This is an optimization exercise on Yosys and OpenROAD, whose aim is small area and a short achievable clock period, not a production implementation. RTL that was checked went through simulation tests only; none was proved equivalent to the original. The clock port is modelled as an ideal driver, which makes a skipped or thinned clock tree look cheaper than it is; a real chip needs a root buffer or a tree. Power figures rest on the tool's default switching activity, not on a simulated workload.

the reference run:
==> flow/design.v (excerpt) <==
module can_fd_rx (
    input  wire        clk,
    input  wire        rst,
    input  wire        fd_en,
    input  wire        pex_en,
    input  wire        rx_valid,
    input  wire        rx_bit,
    output reg         ev_hdr,
    output wire [28:0] hdr_ident,
    output reg         hdr_ide,
    output reg         hdr_rtr,
    output reg         hdr_fdf,
    output reg         hdr_brs,
    output reg         hdr_esi,
    output reg  [3:0]  hdr_dlc,
    output reg  [6:0]  hdr_len,
    output reg         ev_word,
    output wire [3:0]  word_idx,
    output wire [31:0] word_data,
    output reg         ev_ack,
    output reg         ev_valid,
    output reg         ev_end,
    output reg         ev_eofdom,
    output reg         ev_pex,
    output reg         ev_err,
    output wire [3:0]  err_kind,
    output wire [4:0]  err_field
);
For scale: ~150 flip-flops, roughly 7200 um^2 of cells after synthesis.
==> flow/config.mk <==
export PLATFORM = sky130hd
export DESIGN_NAME = can_fd_rx
export DESIGN_NICKNAME = can_fd_rx
export VERILOG_FILES = /design/flow/design.v
export SDC_FILE = /design/flow/constraint.sdc
export NUM_CORES = 4
export LEC_CHECK = 0
export ABC_AREA = 1
export CAP_MARGIN = 20
export CORE_MARGIN = 2
export CORE_UTILIZATION = 40
export PLACE_DENSITY = 0.6
export SETUP_SLACK_MARGIN = 3.1
export SLEW_MARGIN = 20
==> flow/constraint.sdc <==
create_clock -name core_clock -period 5.0 [get_ports {clk}]
set_input_delay 1.0000 -clock core_clock [delete_from_list [all_inputs] [get_ports {clk}]]
set_output_delay 1.0000 -clock core_clock [all_outputs]
set_load 0.01 [all_outputs]
standard.sh (not shown) runs the stock make flow with config.mk's settings and CLKGATE_MAP_FILE= SYNTH_SCRIPT=/design/flow/synth_recipe.tcl, a recipe that flattens the netlist after the stock synthesis.
==> flow/flow/run.sh <==
#!/bin/bash
# Standard layout with two changes:
#  - the port buffers are made from the smallest buffer (sky130_fd_sc_hd__buf_1)
#    instead of the resizer's default choice; timing repair still resizes any
#    of them that is on a critical path;
#  - the clock tree is a balanced two-level tree built by flow/cts_pre.tcl
#    (clk -> 4 buffers -> 8 buffers -> flip-flops, sinks clustered by
#    location) in place of TritonCTS's H-tree; the rest of the CTS step
#    (legalization, setup and hold repair) runs as usual.
set -euo pipefail
here=$(pwd)
export BUFFER_PORTS_ARGS="-buffer_cell sky130_fd_sc_hd__buf_1"
export PRE_CTS_TCL="$here/flow/cts_pre.tcl"
bash standard.sh > standard.log 2>&1
Other scripts of this flow, unchanged in this note and not shown: flow/flow/cts_pre.tcl
Here is what was changed in the inputs of the trial run compared with the reference run.
Settings: SETUP_SLACK_MARGIN changed from 3.1 to 3.0.
## What came out
Between the trial run and the reference run, it is the trial run whose utilization after layout is lower, by 1.3 points. The reference run → the trial run: total power of the final layout saw a decrease, net switching component of the power saw a decrease, fraction of the cycle the final worst path needs saw little to no change, maximum resistive drop on vdd saw an increase.
No functional check of the RTL was part of any run of this note. In every run of this note, the design's own scripts or RTL, not TritonCTS, make the clock network.

========
## red
can_fd_rx, a different RTL version from the one above (not shown whole).
For scale: ~910 cells after synthesis, roughly 100 I/O pins.
export LEC_CHECK = 0
export ABC_AREA = 1
export ABC_CLOCK_PERIOD_IN_PS = 1900
export CAP_MARGIN = 20
export CORE_MARGIN = 2
export CORE_UTILIZATION = 40
export PLACE_DENSITY = 0.6
export SETUP_SLACK_MARGIN = 3.05
export SLEW_MARGIN = 20
create_clock -name core_clock -period 5.0 [get_ports {clk}]
Scripts as last shown in full above: flow/flow/run.sh
Other scripts of this flow, unchanged in this note and not shown: flow/flow/cts_pre.tcl
red | status: complete | timing, DRC, antenna: pass
Changes in blue relative to red:
# red
export LEC_CHECK = 0
export ABC_AREA = 1
export ABC_CLOCK_PERIOD_IN_PS = 1900
export CAP_MARGIN = 20
export CORE_MARGIN = 2
export CORE_UTILIZATION = 40
export PLACE_DENSITY = 0.6
export SETUP_SLACK_MARGIN = 3.05
export SLEW_MARGIN = 20
create_clock -name core_clock -period 5.0 [get_ports {clk}]
# blue
export LEC_CHECK = 0
export ABC_AREA = 1
export CAP_MARGIN = 20
export CORE_MARGIN = 2
export CORE_UTILIZATION = 40
export PLACE_DENSITY = 0.6
export SETUP_SLACK_MARGIN = 3.1
export SLEW_MARGIN = 20
create_clock -name core_clock -period 5.0 [get_ports {clk}]
- blue: no failed stages, no open violations at the end
- Area overhead of the layout relative to synthesis | blue above red
- Between blue and red, the total number of vias is higher for blue.
- red reports its worst setup path category as flip-flop to output port while blue reports flip-flop to flip-flop.
- Any difference in number of sequential storage elements between red and blue is small enough to ignore.
- Measured against each other, blue and red differ in final wirelength, the lower figure coming from red.
- Compared with red, in blue area of all placed cells without fillers +2.3%, setup slack saw little to no change.
Here is what was changed in the inputs of green compared with blue.
# blue
export LEC_CHECK = 0
export ABC_AREA = 1
export CAP_MARGIN = 20
export CORE_MARGIN = 2
export CORE_UTILIZATION = 40
export PLACE_DENSITY = 0.6
export SETUP_SLACK_MARGIN = 3.1
export SLEW_MARGIN = 20
create_clock -name core_clock -period 5.0 [get_ports {clk}]
# green
export LEC_CHECK = 0
export ABC_AREA = 1
export CAP_MARGIN = 20
export CORE_MARGIN = 2
export CORE_UTILIZATION = 40
export PLACE_DENSITY = 0.6
export SETUP_SLACK_MARGIN = 3.05
export SLEW_MARGIN = 20
create_clock -name core_clock -period 5.0 [get_ports {clk}]
==> flow/flow/run.sh <==
#!/bin/bash
# Standard layout with three changes:
#  - synthesis maps the logic with flow/abc_area.script, a stronger area
#    script for ABC (ABC_AREA is set), in place of ORFS's abc_area.script;
#    ORFS's scripts are copied to scripts/ here and only that file differs;
#    the flip-flops are mapped before ABC runs, so they are the standard
#    synthesis's, with the same names and cells;
#  - the port buffers are made from the smallest buffer (sky130_fd_sc_hd__buf_1)
#    instead of the resizer's default choice; timing repair still resizes any
#    of them that is on a critical path;
#  - the clock tree is a balanced two-level tree built by flow/cts_pre.tcl
#    (clk -> 4 buffers -> 8 buffers -> flip-flops, sinks clustered by
#    location) in place of TritonCTS's H-tree; the rest of the CTS step
#    (legalization, setup and hold repair) runs as usual.
# Each step's full log is in orfs/logs/; make's output is in standard.log.
set -euo pipefail
here=$(pwd)
rm -rf "$here/scripts"
cp -r "$FLOW_HOME/scripts" "$here/scripts"
cp "$here/flow/abc_area.script" "$here/scripts/abc_area.script"
export SCRIPTS_DIR="$here/scripts"
export BUFFER_PORTS_ARGS="-buffer_cell sky130_fd_sc_hd__buf_1"
export PRE_CTS_TCL="$here/flow/cts_pre.tcl"
bash standard.sh > standard.log 2>&1
==> flow/flow/abc_area.script (new file) <==
&get -n
&st
&dch -f
&nf -a
&put
topo
==> run notes <==
Count of cells resized by post-cts repair (green over blue): increase, about 40%. On instance count along the most critical hold path: between green and blue, it ends up higher for blue. Relative to blue, the number of cells on the worst reg-to-reg path of green is lower by 2. Core footprint ended up about 7% lower on green than on blue.
Setup changes, green to orange
==> flow/flow/run.sh <==
#!/bin/bash
# Standard layout with two changes:
#  - the port buffers are made from the smallest buffer (sky130_fd_sc_hd__buf_1)
#    instead of the resizer's default choice; timing repair still resizes any
#    of them that is on a critical path;
#  - the clock tree is a balanced two-level tree built by flow/cts_pre.tcl
#    (clk -> 4 buffers -> 8 buffers -> flip-flops, sinks clustered by
#    location) in place of TritonCTS's H-tree; the rest of the CTS step
#    (legalization, setup and hold repair) runs as usual.
set -euo pipefail
here=$(pwd)
export BUFFER_PORTS_ARGS="-buffer_cell sky130_fd_sc_hd__buf_1"
export PRE_CTS_TCL="$here/flow/cts_pre.tcl"
bash standard.sh > standard.log 2>&1
removed: flow/flow/abc_area.script
==> comparison <==
orange was carried through to the last stage, and its layout satisfied the timing, design-rule and antenna checks. orange gives less total track usage than green did. From green to orange the numbers moved as follows: detailed-route via count climbed 1.4%; wire length went down. The most common cell after layout, fill and taps aside comes out nand2_1 in one run and nor2_1 in the other, namely in orange and green respectively. Worst clock skew on the final layout (orange over green): decrease, 0.028 ns. Looking only at core occupancy in the finished layout, and setting everything else aside, the higher value of orange and green goes to green. Going from green to orange, signal arrival time at the worst endpoint went down 1.36 ns, net count after synthesis went up 156. Diff green -> orange | net count of the finished layout | increase of about 8%.
No run of this note takes its clock network from TritonCTS; it comes from the design's own scripts or RTL.

========
Another version of the RTL of can_fd_rx (not shown whole).
Size in the first run: roughly 880 cells after synthesis, ~100 I/O pins.
export LEC_CHECK = 0
export ABC_AREA = 1
export CAP_MARGIN = 20
export CORE_MARGIN = 2
export CORE_UTILIZATION = 40
export GPL_TIMING_DRIVEN = 1
export PLACE_DENSITY = 0.6
export SETUP_SLACK_MARGIN = 3.0
export SLEW_MARGIN = 20
create_clock -name core_clock -period 5.0 [get_ports {clk}]
==> flow/flow/run.sh <==
#!/bin/bash
# Standard layout with two changes:
#  - the port buffers are made from the smallest buffer (sky130_fd_sc_hd__buf_1)
#    instead of the resizer's default choice; timing repair still resizes any
#    of them that is on a critical path;
#  - the clock tree is a balanced two-level tree built by flow/cts_pre.tcl
#    (clk -> 4 buffers -> 8 buffers -> flip-flops, sinks clustered by
#    location) in place of TritonCTS's H-tree; the rest of the CTS step
#    (legalization, setup and hold repair) runs as usual.
set -euo pipefail
here=$(pwd)
export BUFFER_PORTS_ARGS="-buffer_cell sky130_fd_sc_hd__buf_1"
export PRE_CTS_TCL="$here/flow/cts_pre.tcl"
bash standard.sh > standard.log 2>&1
==> flow/flow/cts_pre.tcl <==
# Build a balanced two-level clock tree by hand and turn TritonCTS off for
# this step: the clock port drives NL1 first-level buffers, each of them
# drives two leaf buffers, and each leaf buffer drives the flip-flops of one
# cluster (k-means on their placed locations).
set block [ord::get_db_block]
set db [ord::get_db]
set clknet [[$block findBTerm clk] getNet]
set leaf_master [$db findMaster sky130_fd_sc_hd__clkbuf_16]
set l1_master [$db findMaster sky130_fd_sc_hd__clkbuf_8]

set pts {}
foreach it [$clknet getITerms] {
  set inst [$it getInst]
  set box [$inst getBBox]
  lappend pts [list [expr {([$box xMin] + [$box xMax]) / 2.0}] [expr {([$box yMin] + [$box yMax]) / 2.0}] $it]
}
set nsink [llength $pts]
set NL1 [expr {min(4, max(1, int(ceil($nsink / 40.0))))}]
set NB [expr {2 * $NL1}]
puts "manual clock tree: $nsink sinks, $NB leaf buffers, $NL1 first-level buffers"

proc kmeans {pts k iters} {
  set xs {}; set ys {}
  foreach p $pts { lappend xs [lindex $p 0]; lappend ys [lindex $p 1] }
  set minx [tcl::mathfunc::min {*}$xs]; set maxx [tcl::mathfunc::max {*}$xs]
  set miny [tcl::mathfunc::min {*}$ys]; set maxy [tcl::mathfunc::max {*}$ys]
  # start on a grid of k/2 columns and 2 rows (or one row for k < 2)
  set cx {}; set cy {}
  set cols [expr {max(1, $k / 2)}]; set rows [expr {$k / $cols}]
  for {set i 0} {$i < $cols} {incr i} {
    for {set j 0} {$j < $rows} {incr j} {
      lappend cx [expr {$minx + ($i + 0.5) / $cols * ($maxx - $minx)}]
      lappend cy [expr {$miny + ($j + 0.5) / $rows * ($maxy - $miny)}]
    }
  }
  for {set iter 0} {$iter < $iters} {incr iter} {
    set grp [lrepeat $k {}]
    foreach p $pts {
      set best 0; set bd 1e18
      for {set c 0} {$c < $k} {incr c} {
        set dd [expr {abs([lindex $p 0] - [lindex $cx $c]) + abs([lindex $p 1] - [lindex $cy $c])}]
        if {$dd < $bd} { set bd $dd; set best $c }
      }
      lset grp $best [concat [lindex $grp $best] [list $p]]
    }
    for {set c 0} {$c < $k} {incr c} {
      set g [lindex $grp $c]
      if {[llength $g] == 0} continue
      set sx 0; set sy 0
      foreach p $g { set sx [expr {$sx + [lindex $p 0]}]; set sy [expr {$sy + [lindex $p 1]}] }
      lset cx $c [expr {$sx / [llength $g]}]; lset cy $c [expr {$sy / [llength $g]}]
    }
  }
  return [list $grp $cx $cy]
}

proc place_at {inst x y} {
  $inst setLocation [expr {int($x)}] [expr {int($y)}]
  $inst setPlacementStatus PLACED
}

lassign [kmeans $pts $NB 30] grp cx cy

# leaf buffers
set leaves {}
for {set c 0} {$c < $NB} {incr c} {
  set g [lindex $grp $c]
  if {[llength $g] == 0} continue
  set inst [odb::dbInst_create $block $leaf_master "clkleaf_$c"]
  set net [odb::dbNet_create $block "clknet_leaf_$c"]
  $net setSigType CLOCK
  foreach p $g { set it [lindex $p 2]; $it disconnect; $it connect $net }
  [$inst findITerm X] connect $net
  place_at $inst [lindex $cx $c] [lindex $cy $c]
  lappend leaves [list [lindex $cx $c] [lindex $cy $c] $inst]
  puts "  leaf $c: [llength $g] sinks"
}

# first level: cluster the leaf buffers
lassign [kmeans $leaves $NL1 30] lgrp lcx lcy
for {set c 0} {$c < $NL1} {incr c} {
  set g [lindex $lgrp $c]
  if {[llength $g] == 0} continue
  set inst [odb::dbInst_create $block $l1_master "clkl1_$c"]
  set net [odb::dbNet_create $block "clknet_l1_$c"]
  $net setSigType CLOCK
  [$inst findITerm A] connect $clknet
  [$inst findITerm X] connect $net
  foreach p $g { [[lindex $p 2] findITerm A] connect $net }
  place_at $inst [lindex $lcx $c] [lindex $lcy $c]
  puts "  first-level buffer $c: [llength $g] leaf buffers"
}
$clknet setSigType CLOCK

set_propagated_clock [all_clocks]

# the tree is built: CTS itself does nothing in this step
rename clock_tree_synthesis tritoncts_unused
proc clock_tree_synthesis {args} { puts "clock_tree_synthesis skipped: manual clock tree" }
Then changed:
GPL_TIMING_DRIVEN = unset   (was 1)
SETUP_SLACK_MARGIN = 3.15   (was 3.0)
Outcome: The changed run finished with timing, DRC and antenna clean; power is higher by 3.4%; setup slack got worse by 50 ps; combinational power rose by 22%.
Then changed:
SETUP_SLACK_MARGIN = 3.0   (was 3.15)
Outcome:
- The changed run finished with timing, DRC and antenna clean
- fmax increases by 2.6%
- via count decreases by 3.9%
- routed wire length decreases by 5.0%
- cell area decreases by 8.5%
- worst hold slack is better by 3.0 ps
- worst setup slack is better by 50 ps
- power decreases by 3.3%
- die area does not change
- synthesized cell count does not change
Then changed:
--- a/flow/flow/cts_pre.tcl
+++ b/flow/flow/cts_pre.tcl
@@ -6,3 +6,3 @@
 set db [ord::get_db]
-set clknet [[$block findBTerm clk] getNet]
+set clknet [$block findNet [get_full_name [get_nets -of_objects [get_ports clk]]]]
 set leaf_master [$db findMaster sky130_fd_sc_hd__clkbuf_16]
Outcome: The changed run failed in clock tree synthesis with STA-0100. Area after synthesis is unchanged. Synthesized cell count stays the same.
Then changed:
--- a/flow/flow/cts_pre.tcl
+++ b/flow/flow/cts_pre.tcl
@@ -6,3 +6,3 @@
 set db [ord::get_db]
-set clknet [$block findNet [get_full_name [get_nets -of_objects [get_ports clk]]]]
+set clknet [[$block findBTerm clk] getNet]
 set leaf_master [$db findMaster sky130_fd_sc_hd__clkbuf_16]
SETUP_SLACK_MARGIN = 2.85   (was 3.0)
Result:
- With this change the flow completed without violations
- area after synthesis is unchanged
- synthesized cell count is unchanged
Then changed:
CORE_UTILIZATION = 50   (was 40)
PLACE_DENSITY = 0.65   (was 0.6)
SETUP_SLACK_MARGIN = 3.0   (was 2.85)
The changed run ran to the end with no violations.
Hold slack stays flat.
Final area rose by a few percent.
First-iteration DRC count grows by roughly a tenth.
Utilization rises by 13 points.
Worst setup slack improves by 56 ps.
Wire length grows slightly.
Die area is lower by about a fifth.
Via count is higher by a few percent.
Global-route usage grows by 3.4 points.
Combinational power is higher by roughly a tenth.
Register-to-register slack improves by 60 ps.
In the first, second, third, fifth and sixth runs of this note the design's own scripts or RTL, not TritonCTS, make the clock network.

========
Starting RTL as in the previous note.
Settings: LEC_CHECK=0, ABC_AREA=1, CAP_MARGIN=20, CORE_MARGIN=2, CORE_UTILIZATION=40, CTS_BUF_LIST=sky130_fd_sc_hd__clkbuf_8, CTS_CLUSTER_SIZE=30, PLACE_DENSITY=0.6, SETUP_SLACK_MARGIN=3.0, SLEW_MARGIN=20; clock period 5.0 ns.
run.sh (not shown) runs the stock make flow with config.mk's settings and CLKGATE_MAP_FILE= SYNTH_SCRIPT=/design/flow/synth_recipe.tcl, a recipe that flattens the netlist after the stock synthesis.
Stock flow here: none of the scripts above is used.
Then changed:
- ABC_AREA: 1 -> not set
- ABC_CLOCK_PERIOD_IN_PS: not set -> 2000
- CORE_UTILIZATION: 40 -> 60
- CTS_BUF_LIST: sky130_fd_sc_hd__clkbuf_8 -> not set
- CTS_CLUSTER_SIZE: 30 -> not set
- PLACE_DENSITY: 0.6 -> 0.75
The new run went through all stages and came out clean.
Worst hold slack hardly moves.
Global-route usage is higher by 11 points.
Critical path depth rises by 5.
Count of clock-buffer cells in the layout rose by 3.
Fmax shrinks by 3.8%.
Register-to-register slack gets worse by 0.19 ns.
Area after synthesis rose by 1.9%.
Synthesized cell count goes down by 11%.
Flip-flop and latch count stays the same.
Then changed:
- CORE_UTILIZATION: 60 -> 40
- PLACE_DENSITY: 0.75 -> 0.6
- SETUP_SLACK_MARGIN: 3.0 -> 2.6
What happened: Clock skew increases by 0.0037 ns; die area increases by 48%; sequential share of layout area grows by 1.5 points; clock power is about the same; global-route usage drops by 12 points; flip-flop and latch count does not change; worst setup slack degrades by 0.17 ns.

## static timing again, ports no longer ideal
No port has a modelled driver above. Below, the same layouts with a new extraction and two added sets of constraints.
Step 1, drivers: a clkbuf_16 drives clk and a buf_2 each remaining input, both assumed.
Step 2 adds t to the input delays and takes it off the output delays; t is the mean of the earliest and latest rising clock arrival at the registers after step 1. Input paths then give back, and output paths get back, about the clock's delay inside the block.
Three values: ideal ports, drivers, drivers and shift; two values: the first two.
run	shift t [ns]	setup WS [ns]	clock arrival spread, ns
the reference run	0.348	3.032 / 2.963 / 3.050	0.023 / 0.024
the trial run	0.359	3.031 / 2.958 / 3.092	0.016 / 0.017
red	0.357	3.104 / 3.028 / 3.076	0.024 / 0.024
blue	0.353	3.103 / 3.039 / 3.100	0.073 / 0.072
green	0.360	2.889 / 2.889 / 2.889	0.049 / 0.049
orange	0.357	3.104 / 3.028 / 3.076	0.024 / 0.024
the first run of note 3	0.355	3.034 / 2.956 / 3.038	0.025 / 0.025
the second run of note 3	0.358	2.983 / 2.950 / 2.983	0.041 / 0.041
the third run of note 3	0.355	3.034 / 2.956 / 3.038	0.025 / 0.025
the fifth run of note 3	0.361	2.963 / 2.919 / 2.963	0.036 / 0.036
the sixth run of note 3	0.350	3.019 / 2.956 / 2.971	0.029 / 0.029
the first run of note 4	0.491	2.885 / 2.846 / 2.609	0.012 / 0.013
the second run of note 4	0.468	2.802 / 2.802 / 2.802	0.007 / 0.007
the third run of note 4	0.465	2.630 / 2.584 / 2.392	0.012 / 0.011
After both steps setup and hold are still met in every run listed. For the first run of note 4, which loses most, drivers alone change the setup slack by -0.039 ns; drivers and shift together by -0.276 ns.
